What follows belongs to an exercise in optimizing a design on an open flow for small area, a short achievable clock period and few clock cycles per item; a production flow would make more cautious choices. No functional check of the RTL was part of any run shown here.

==> flow/design.v, too long to show whole: its modules and the start of the top module <==
// module fma_core: 241 lines
// module fma_prefix: 51 lines
// module fma_add: 11 lines
// module fma_mul24: 1054 lines
// module fma_fa: 10 lines
// module fma_unit: 18 lines
module fma_unit (
    input  wire        clk,
    input  wire        rst,         
    input  wire        in_valid,
    output wire        in_ready,
    input  wire [31:0] a,
    input  wire [31:0] b,
    input  wire [31:0] c,
    output wire        out_valid,
    output wire [31:0] y
);
  // ...
==> flow/flow/run.sh <==
#!/bin/bash
set -euo pipefail
MARGIN=24.6
grep -q 'SETUP_SLACK_MARGIN=5' standard.sh
grep -q 'CLKGATE_MAP_FILE= ' standard.sh
sed -e "s/SETUP_SLACK_MARGIN=5/SETUP_SLACK_MARGIN=${MARGIN}/" \
    -e "s/CLKGATE_MAP_FILE= /CLKGATE_MAP_FILE= 'BUFFER_PORTS_ARGS=-buffer_cell sky130_fd_sc_hd__buf_1' /" \
    standard.sh > standard_custom.sh
grep -q "SETUP_SLACK_MARGIN=${MARGIN}" standard_custom.sh
grep -q "BUFFER_PORTS_ARGS" standard_custom.sh
bash standard_custom.sh > make.log 2>&1
==> flow/standard.sh <==
#!/bin/bash
# synth_recipe.tcl (not shown) runs the flow's synth.tcl, then flattens the netlist and writes it again
# the make line also repeats each setting of config.mk as NAME=value (left out here)
make -C /OpenROAD-flow-scripts/flow DESIGN_CONFIG=/design/flow/config.mk WORK_HOME=/design/flow/orfs CLKGATE_MAP_FILE= SYNTH_SCRIPT=/design/flow/synth_recipe.tcl "${@:-finish}"
==> flow/config.mk <==
export PLATFORM = sky130hd
export DESIGN_NAME = fma_unit
export DESIGN_NICKNAME = fma_unit
export VERILOG_FILES = /design/flow/design.v
export SDC_FILE = /design/flow/constraint.sdc
export NUM_CORES = 4
export LEC_CHECK = 0
export CAP_MARGIN = 20
export CORE_MARGIN = 2
export CORE_UTILIZATION = 70
export CTS_CLUSTER_DIAMETER = 120
export CTS_CLUSTER_SIZE = 25
export PLACE_DENSITY = 0.78
export SETUP_SLACK_MARGIN = 5
export SLEW_MARGIN = 20
export SYNTH_HIERARCHICAL = 1
export SYNTH_MINIMUM_KEEP_SIZE = 0
==> flow/constraint.sdc <==
create_clock -name core_clock -period 32.0 [get_ports {clk}]
set_input_delay 6.4000 -clock core_clock [delete_from_list [all_inputs] [get_ports {clk}]]
set_output_delay 6.4000 -clock core_clock [all_outputs]
set_load 0.01 [all_outputs]
==> results.env, run 1 <==
OUTCOME='no timing/DRC/antenna violations'
REQ_TIME_CRIT_PATH_NS=25.60
MIN_FROM='u_core.eb1[3]'
CLOCKBUFFERCOUNT=19
GRT_MAX_DEGREE=56
GLOBALROUTE.TOTALOVERFLOW=0
GPL.FINAL_WEIGHTED_CONGESTION=1.10
GRT_PASS1_VIAS=35200
MULTI_INPUT_AREA_SQ_MM=0.0296
GRT_PASS1_WL_MM=201
USE_MET2=0.698
FLOORPLAN.CORE_AREA_SQ_MM=0.0538
CLOCK_SINK_COUNT=323
DESIGN_AREA_SQ_MM=0.0401
FF_LATCH_AREA_SQ_MM=0.00651
MAX_STAGE_DELAY_NS=0.34
YS_WARN_COUNT=8
WORSTPATHCELLLIST='buf_2'
CRIT_CELLS=1
STARTPOINT_TYPE='flop'
DETAIL_ROUTE.WIRELENGTH.MET1_MM=47.7
MAXCAPVIOLATIONS=0
PLACED_CELLS=4912
TOTAL_VIAS_IN_THE_FINAL_ROUTE=35200
POST_DP_AREA_SQ_MM=0.0387
POST_SYNTH.CELL_AREA_AVG_SQ_UM=8.97
SETUP_VIOL_COUNT_FINAL=0
ROUTED.TOP_LAYER='met5'
CRITICAL_PATH_ARRIVAL_NS=1.04
MAX_FREQ_MHz=134
CTS.ROOT.BUFFER_CELL='sky130_fd_sc_hd__clkbuf_16'
TRACK_USAGE=0.466
==> run 2, diff against run 1 <==
--- a/flow/design.v
+++ b/flow/design.v
@@ -234,78 +234,16 @@
         else
             yr = {s2, rnd};
     end
     always @(posedge clk) begin
         out_valid <= rst ? 1'b0 : v2;
         y         <= yr;
     end
 endmodule
-module fma_prefix #(parameter N = 48, parameter L = 6) (
-    input  wire [N-1:0] g,
-    input  wire [N-1:0] p,
-    output wire [N-1:0] gp,
-    output wire [N-1:0] pg
-);
-    wire [N-1:0] gu [0:L];
-    wire [N-1:0] pu [0:L];
-    assign gu[0] = g;
-    assign pu[0] = p;
-    genvar k, i;
-    generate
-        for (k = 0; k < L; k = k + 1) begin : g_up
-            for (i = 0; i < N; i = i + 1) begin : g_bit
-                if (((i + 1) % (2 << k)) == 0) begin : g_op
-                    assign gu[k+1][i] = gu[k][i] | (pu[k][i] & gu[k][i - (1 << k)]);
-                    assign pu[k+1][i] = pu[k][i] & pu[k][i - (1 << k)];
-                end else begin : g_pass
-                    assign gu[k+1][i] = gu[k][i];
-                    assign pu[k+1][i] = pu[k][i];
-                end
-            end
-        end
-    endgenerate
-    wire [N-1:0] gd [1:L];
-    wire [N-1:0] pd [1:L];
-    assign gd[L] = gu[L];
-    assign pd[L] = pu[L];
-    generate
-        for (k = L - 1; k >= 1; k = k - 1) begin : g_dn
-            for (i = 0; i < N; i = i + 1) begin : g_bit
-                if (((i + 1) % (2 << k)) != 0 && ((i + 1) % (1 << k)) == 0 && i >= (2 << k)) begin : g_op
-                    assign gd[k][i] = gd[k+1][i] | (pd[k+1][i] & gd[k+1][i - (1 << k)]);
-                    assign pd[k][i] = pd[k+1][i] & pd[k+1][i - (1 << k)];
-                end else begin : g_pass
-                    assign gd[k][i] = gd[k+1][i];
-                    assign pd[k][i] = pd[k+1][i];
-                end
-            end
-        end
-        for (i = 0; i < N; i = i + 1) begin : g_fin
-            if ((i % 2) == 0 && i >= 2) begin : g_op
-                assign gp[i] = gd[1][i] | (pd[1][i] & gd[1][i-1]);
-                assign pg[i] = pd[1][i] & pd[1][i-1];
-            end else begin : g_pass
-                assign gp[i] = gd[1][i];
-                assign pg[i] = pd[1][i];
-            end
-        end
-    endgenerate
-endmodule
-module fma_add #(parameter N = 48, parameter L = 6) (
-    input  wire [N-1:0] a,
-    input  wire [N-1:0] b,
-    output wire [N-1:0] s,
-    output wire         co
-);
-    wire [N-1:0] gp, pg;
-    fma_prefix #(.N(N), .L(L)) u_pfx (.g(a & b), .p(a ^ b), .gp(gp), .pg(pg));
-    assign s  = a ^ b ^ {gp[N-2:0], 1'b0};
-    assign co = gp[N-1];
-endmodule
 module fma_mul24 (
     input  wire [23:0] x,
     input  wire [23:0] y,
     output wire [47:0] p
 );
     wire [575:0] pn;
     genvar gi, gj;
     generate
@@ -1347,18 +1285,59 @@
     fma_fa u_fa478 (.a(k826), .b(s915), .c(k914), .s(s1001), .co(k1002));
     fma_fa u_fa479 (.a(k830), .b(s917), .c(k916), .s(s1003), .co(k1004));
     fma_fa u_fa480 (.a(k834), .b(s919), .c(k918), .s(s1005), .co(k1006));
     fma_fa u_fa481 (.a(k838), .b(s921), .c(k920), .s(s1007), .co(k1008));
     fma_fa u_fa482 (.a(k840), .b(s923), .c(k922), .s(s1009), .co(k1010));
     fma_fa u_fa483 (.a(pn[551]), .b(pn[574]), .c(k924), .s(s1011), .co(k1012));
     wire [47:0] ra_n = {1'b1, pn[575], s1011, s1009, s1007, s1005, s1003, s1001, s999, s997, s995, s993, s991, s989, s987, s985, s983, s981, s979, s977, s975, s973, s971, s969, s967, s965, s963, s961, s959, s957, s955, s953, s951, s949, s947, s945, s943, s941, s939, s937, s935, s933, s931, s929, s927, pn[48], pn[1], pn[0]};
     wire [47:0] rb_n = {1'b1, k1012, k1010, k1008, k1006, k1004, k1002, k1000, k998, k996, k994, k992, k990, k988, k986, k984, k982, k980, k978, k976, k974, k972, k970, k968, k966, k964, k962, k960, k958, k956, k954, k952, k950, k948, k946, k944, k942, k940, k938, k936, k934, k932, k930, k928, k926, s925, pn[24], 1'b1};
-    wire co;
-    fma_add #(.N(48)) u_cpa (.a(~ra_n), .b(~rb_n), .s(p), .co(co));
+    wire [47:0] ca = ~ra_n, cb = ~rb_n;
+    wire [47:0] gu [0:6];
+    wire [47:0] pu [0:6];
+    wire [47:0] gd [1:6];
+    wire [47:0] pd [1:6];
+    wire [47:0] gp;
+    assign gu[0] = ca & cb;
+    assign pu[0] = ca ^ cb;
+    genvar k, j;
+    generate
+        for (k = 0; k < 6; k = k + 1) begin : g_up
+            for (j = 0; j < 48; j = j + 1) begin : g_bit
+                if (((j + 1) % (2 << k)) == 0) begin : g_op
+                    assign gu[k+1][j] = gu[k][j] | (pu[k][j] & gu[k][j - (1 << k)]);
+                    assign pu[k+1][j] = pu[k][j] & pu[k][j - (1 << k)];
+                end else begin : g_pass
+                    assign gu[k+1][j] = gu[k][j];
+                    assign pu[k+1][j] = pu[k][j];
+                end
+            end
+        end
+        assign gd[6] = gu[6];
+        assign pd[6] = pu[6];
+        for (k = 5; k >= 1; k = k - 1) begin : g_dn
+            for (j = 0; j < 48; j = j + 1) begin : g_bit
+                if (((j + 1) % (2 << k)) != 0 && ((j + 1) % (1 << k)) == 0 && j >= (2 << k)) begin : g_op
+                    assign gd[k][j] = gd[k+1][j] | (pd[k+1][j] & gd[k+1][j - (1 << k)]);
+                    assign pd[k][j] = pd[k+1][j] & pd[k+1][j - (1 << k)];
+                end else begin : g_pass
+                    assign gd[k][j] = gd[k+1][j];
+                    assign pd[k][j] = pd[k+1][j];
+                end
+            end
+        end
+        for (j = 0; j < 48; j = j + 1) begin : g_fin
+            if ((j % 2) == 0 && j >= 2) begin : g_op
+                assign gp[j] = gd[1][j] | (pd[1][j] & gd[1][j-1]);
+            end else begin : g_pass
+                assign gp[j] = gd[1][j];
+            end
+        end
+    endgenerate
+    assign p = pu[0] ^ {gp[46:0], 1'b0};
 endmodule
 module fma_fa (
     input  wire a,
     input  wire b,
     input  wire c,
     output wire s,
     output wire co
 );
==> flow/flow/run.sh (replaced) <==
#!/bin/bash
set -euo pipefail
MARGIN=24.65
grep -q 'SETUP_SLACK_MARGIN=5' standard.sh
grep -q 'CLKGATE_MAP_FILE= ' standard.sh
sed -e "s/SETUP_SLACK_MARGIN=5/SETUP_SLACK_MARGIN=${MARGIN}/" \
    -e "s/CLKGATE_MAP_FILE= /CLKGATE_MAP_FILE= 'BUFFER_PORTS_ARGS=-buffer_cell sky130_fd_sc_hd__buf_1' /" \
    standard.sh > standard_custom.sh
grep -q "SETUP_SLACK_MARGIN=${MARGIN}" standard_custom.sh
grep -q "BUFFER_PORTS_ARGS" standard_custom.sh
bash standard_custom.sh > make.log 2>&1
==> run 2 against run 1 <==
Against the previous run: sequential share of layout area down 0.12 points; die area down 0.98%; count of clock-buffer cells in the layout unchanged; maximum frequency shrank 0.18%; cell count down 0.56%; routed wire length rose by 4.3%; via count rose by 1.0%; critical path depth unchanged; worst setup slack got worse by 0.014 ns; critical path type unchanged; flip-flop and latch count is the same; design area is 1.5% higher.
==> results.env, run 2 <==
DETAILEDPLACEMENTHPWL_MM=95.6
POST-SYNTH-TOP-COUNT-CELL='sky130_fd_sc_hd__nand2_1'
HOLD_CLASS='flop to flop'
GRT_PASS1_WL_MM=206  # +2.5%
WORST-PATH-BUF-INV=1
SYNTH_TOP_FAMILY_BY_AREA='adder cells'
CRITICAL_PATH_ARRIVAL_NS=1.05  # about the same
FINALWORSTPATHREQUIREDPERIOD_NS=7.45
SYNTH_AREA_SQ_MM=0.0377
WORSTPATHCELLLIST='buf_6'
ASYNC_RESET_FF_FRAC=0
PATH_CLASS='flop to output port'
CRIT_FAMILY='flip-flops'
SYNTH_LARGEST_TYPE_AREA_FRACTION=0.274
SYNTH_COMMON_CELLS='717 x sky130_fd_sc_hd__nand2_1, 516 x sky130_fd_sc_hd__fa_1, 323 x sky130_fd_sc_hd__dfxtp_1, 229 x sky130_fd_sc_hd__inv_1, 203 x sky130_fd_sc_hd__clkbuf_1'
YOSYS.CELL_TYPES.COUNT=111
GLOBALROUTE.TOTALOVERFLOW=0  # unchanged
VIA_DENSITY=7.19
GRT_PASS1_VIAS=35900  # +1.8%
INITIAL_UTILIZATION=0.704
STARTPOINT_TYPE='flop'
FF_LATCH_AREA_SQ_MM=0.00656  # +0.73%
MAX_FREQ_MHz=134  # -0.18%
SETUP.REG_TO_REG.WORST_SLACK_NS=24.60
BUFFER_PORTS.INSERTED=131
FIN_WORST_SKEW_NS=0.0319
DIE_HEIGHT_MICRONS=236
DRIVE_ABOVE_1_SHARE=0.109
YOSYS.AREA_SHARE.XOR_XNOR=0.0621
TRACK_USAGE=0.484  # +0.0176
WL_PER_CELL_MICRONS=27.9
CLOCK_TREE.BUFFER_DEPTH=3
SYNTH_COMPOUND_AREA_FRAC=0.149
DRCVIOLATIONCOUNT=0
YS_FF_LATCH=323
GPL.FINAL_WEIGHTED_CONGESTION=1.13  # +2.0%
TOTAL_VIAS_IN_THE_FINAL_ROUTE=35500  # +1.0%
YS_DOMINANT_REG_CELL='sky130_fd_sc_hd__dfxtp_1'
MULTI_INPUT_AREA_SQ_MM=0.0298  # +0.65%
LAYOUT_COMMONEST_CELL='sky130_fd_sc_hd__nand2_1'
POST_SYNTH.CELL_AREA_AVG_SQ_UM=8.96  # about the same
LAYOUT_FILLERS=3581
CRITICAL_PATH_PEAK_FANOUT=1
SYNTH.AREA.MUX_SHARE=0.0542
DRT.ANTENNA.VIOLATING_NETS=0
HOLDPATHEND='u_core.eb2[9]'
MIN_FROM='u_core.eb1[9]'
FINAL.PERIOD_UTILIZATION=0.233
GRT_ANTENNA_BEFORE_REPAIR=5
SETUP_VIOL_COUNT_FINAL=0  # unchanged
REQ_TIME_CRIT_PATH_NS=25.60  # about the same
TIMING.RR.START='u_core.a0[9]'
STDCELL_COUNT=4945
MAXCAPVIOLATIONS=0  # unchanged
END_KIND='output port'
OUTCOME='no timing/DRC/antenna violations'
MAX_STAGE_DELAY_NS=0.38  # +0.04 ns
CLK-INSERTION-DELAY-LATE_NS=0.58
YOSYS.AREA_SHARE.SIMPLE=0.182
FINAL-HOLD-VIOLATION-COUNT=0
TOP_REGS='u_core.mag2: 78 flops, u_core.mp1: 48 flops'
SYNTH_ENABLE_FLOP_CELLS=0
CLOCK_SINK_COUNT=323  # unchanged
SLEW-LIMIT-HEADROOM=0.281
POST_SYNTH_FA_HA_MAJ_AREA_FRACTION=0.329
CTS.ROOT.BUFFER_CELL='sky130_fd_sc_hd__clkbuf_16'
FRACTION_OF_THE_YOSYS_AREA_TAKEN_BY_SEQUENTIAL_CELLS=0.172
DIE_W_MICRONS=236
REGTOREGENDPOINT='u_core.mp1[46]'
REGISTERS.TOP_BY_FF_COUNT='u_core.mag2'
WORST-SLEW-PIN-TRANSITION_NS=1.08
DESIGN.DIE.AREA_SQ_MM=0.0557
TOTALNEGATIVESETUPSLACK_NS=0
YS_WARN_COUNT=8  # unchanged
COMMONEST_CELLS_AFTER_ROUTING_FILL_AND_TAPS_ASIDE='709 x sky130_fd_sc_hd__nand2_1, 506 x sky130_fd_sc_hd__fa_1, 282 x sky130_fd_sc_hd__dfxtp_1'
DR.FIRST_ITER.DRC_COUNT=5721
TOTALWIRELENGTH_MM=138
GRT_SETUP_UNREPAIRED='true'
SETUP.WORST_PATH.START='u_core.y[19]'
TIMING.CRITICAL_PATH.SLOWEST_STAGE_CELL='sky130_fd_sc_hd__dfxtp_4'
INSERTED_CLOCK_BUFFERS=19
LARGEST_REGISTER_FF_COUNT=78
PRE_REPAIR_DR_ITERATION_COUNT=8
CLOCK_TREE_FROM_TRITONCTS='yes'
PLACED_CELLS=4866  # -0.94%
FLOORPLAN.CORE_AREA_SQ_MM=0.0535  # -0.59%
HOLD-PATH-CELL-COUNT=0
GRT_MAX_DEGREE=59  # +5.4%
NETS=5020
SYNTHDOMINANTAREACELLTYPE='sky130_fd_sc_hd__fa_1'
PLACEMENTROWS=85
CLOCK_TREE.HTREE_LEVEL_COUNT=1
TOP_LEVEL_PORTS=133
SYNTHCELLS=4206
MAXSLEWVIOLCOUNT=0
SYNTH_AREA_LEADERS='sky130_fd_sc_hd__fa_1 27%, sky130_fd_sc_hd__dfxtp_1 17%, sky130_fd_sc_hd__nand2_1 7.1%'
CLKSLEWWORSTSETUPHOLDPATHS_NS=0.11
AREA_DELTA_SYNTH_FINAL_PCT=7.90
R2R.WORST_PATH.CELLS=19
==> run 2: routing by layer <==
layer | vias to the layer above | global-route usage | wire [microns]
met5 | - | 0 | 83
met4 | 8 | 0.281 | 10500
met3 | 934 | 0.157 | 19400
met2 | 3190 | 0.726 | 59400
met1 | 16900 | 0.617 | 48600
li1 | 14500 | - | -
==> run 2: through the flow <==
step / utilization / cell area (sq um) / hold WS [ns] / setup slack [ns]
finish: 0.760 / 40700 / 0.335 / 24.55
global route: 0.760 / 40700 / 0.350 / 24.48
CTS: 0.746 / 39900 / 0.341 / 24.54
detailed placement: 0.724 / 38700 / 0.318 / 22.97
global placement: 0.724 / 38700 / 0.311 / 23.11
floorplan: - / 37700 / 0.310 / 24.99
==> run 2: modules after synthesis (local to each module, per instance) <==
module,copies in the design,cell area (sq um)
fma_core,1,22600
fma_fa,483,20.0
fma_mul24,1,5370
fma_unit,1,11.3
==> run 2: area by class of cell <==
type | count | share of cell area
Clock buffer | 19 | 0.0117
Multi-Input combinational cell | 3389 | 0.734
Clock inverter | 9 | 0.00323
Timing Repair Buffer | 273 | 0.0465
Timing Repair inverter | 1 | 0.000123
Tap cell | 696 | 0.0214
Antenna cell | 1 | 0.0000615
Inverter | 234 | 0.0221
Sequential cell | 323 | 0.161
==> run 2: cell families (layout without fill, tap and decap cells) <==
| logic type | Yosys count | count (layout) |
|---|---|---|
| buffers and inverters | 497 | 536 |
| DFF | 323 | 323 |
| and+or+nand+nor | 1446 | 1449 |
| AOI/OAI and AO/OA | 826 | 826 |
| other | 1 | 2 |
| muxes | 164 | 164 |
| adders and majority gates | 682 | 682 |
| xor gates and xnor gates | 267 | 267 |
==> run 2: worst max-delay path by stage <==
stage	slack [ns]	end	cells past startpoint
6_report	24.55	y[19]	1
5_1_grt	24.48	u_core.mp1[45]	22
4_1_cts	24.54	y[19]	1
3_5_place_dp	22.97	u_core.y[30]	26
3_3_place_gp	23.11	u_core.y[30]	26
2_1_floorplan	24.99	u_core.mp1[46]	21
==> run 2: what timing repair did <==
item,4_1_cts,5_1_grt
gates cloned,4,4
pin swaps,18,53
setup endpoints to repair,80,69
buffers inserted,15,27
hold buffers,0,0
gates resized for setup,123,121

-- separate check: timing with driven ports --
In the flow no input, the clock included, has a driving cell. The finished layouts below were timed again as built, in two steps.
Step 1 sets driving cells, clkbuf_16 on the clock port and buf_2 on the other inputs (assumed; they add their load-dependent delay and slew).
Step 2 also shifts input and output timing later by t, the mid clock arrival at the registers, as if the neighbouring blocks saw the same clock.
Slacks: no drivers / after step 1 / after step 2; pairs: no drivers / after step 1.
| run | t, ns | setup slack, ns | worst setup path after step 2 | pins driven straight from the clock port |
|---|---|---|---|---|
| run 1 | 0.627 | 24.559 / 24.500 / 24.637 | register to register | 1 |
| run 2 | 0.629 | 24.545 / 24.483 / 24.596 | register to register | 1 |
After both steps every run listed still meets setup and hold.
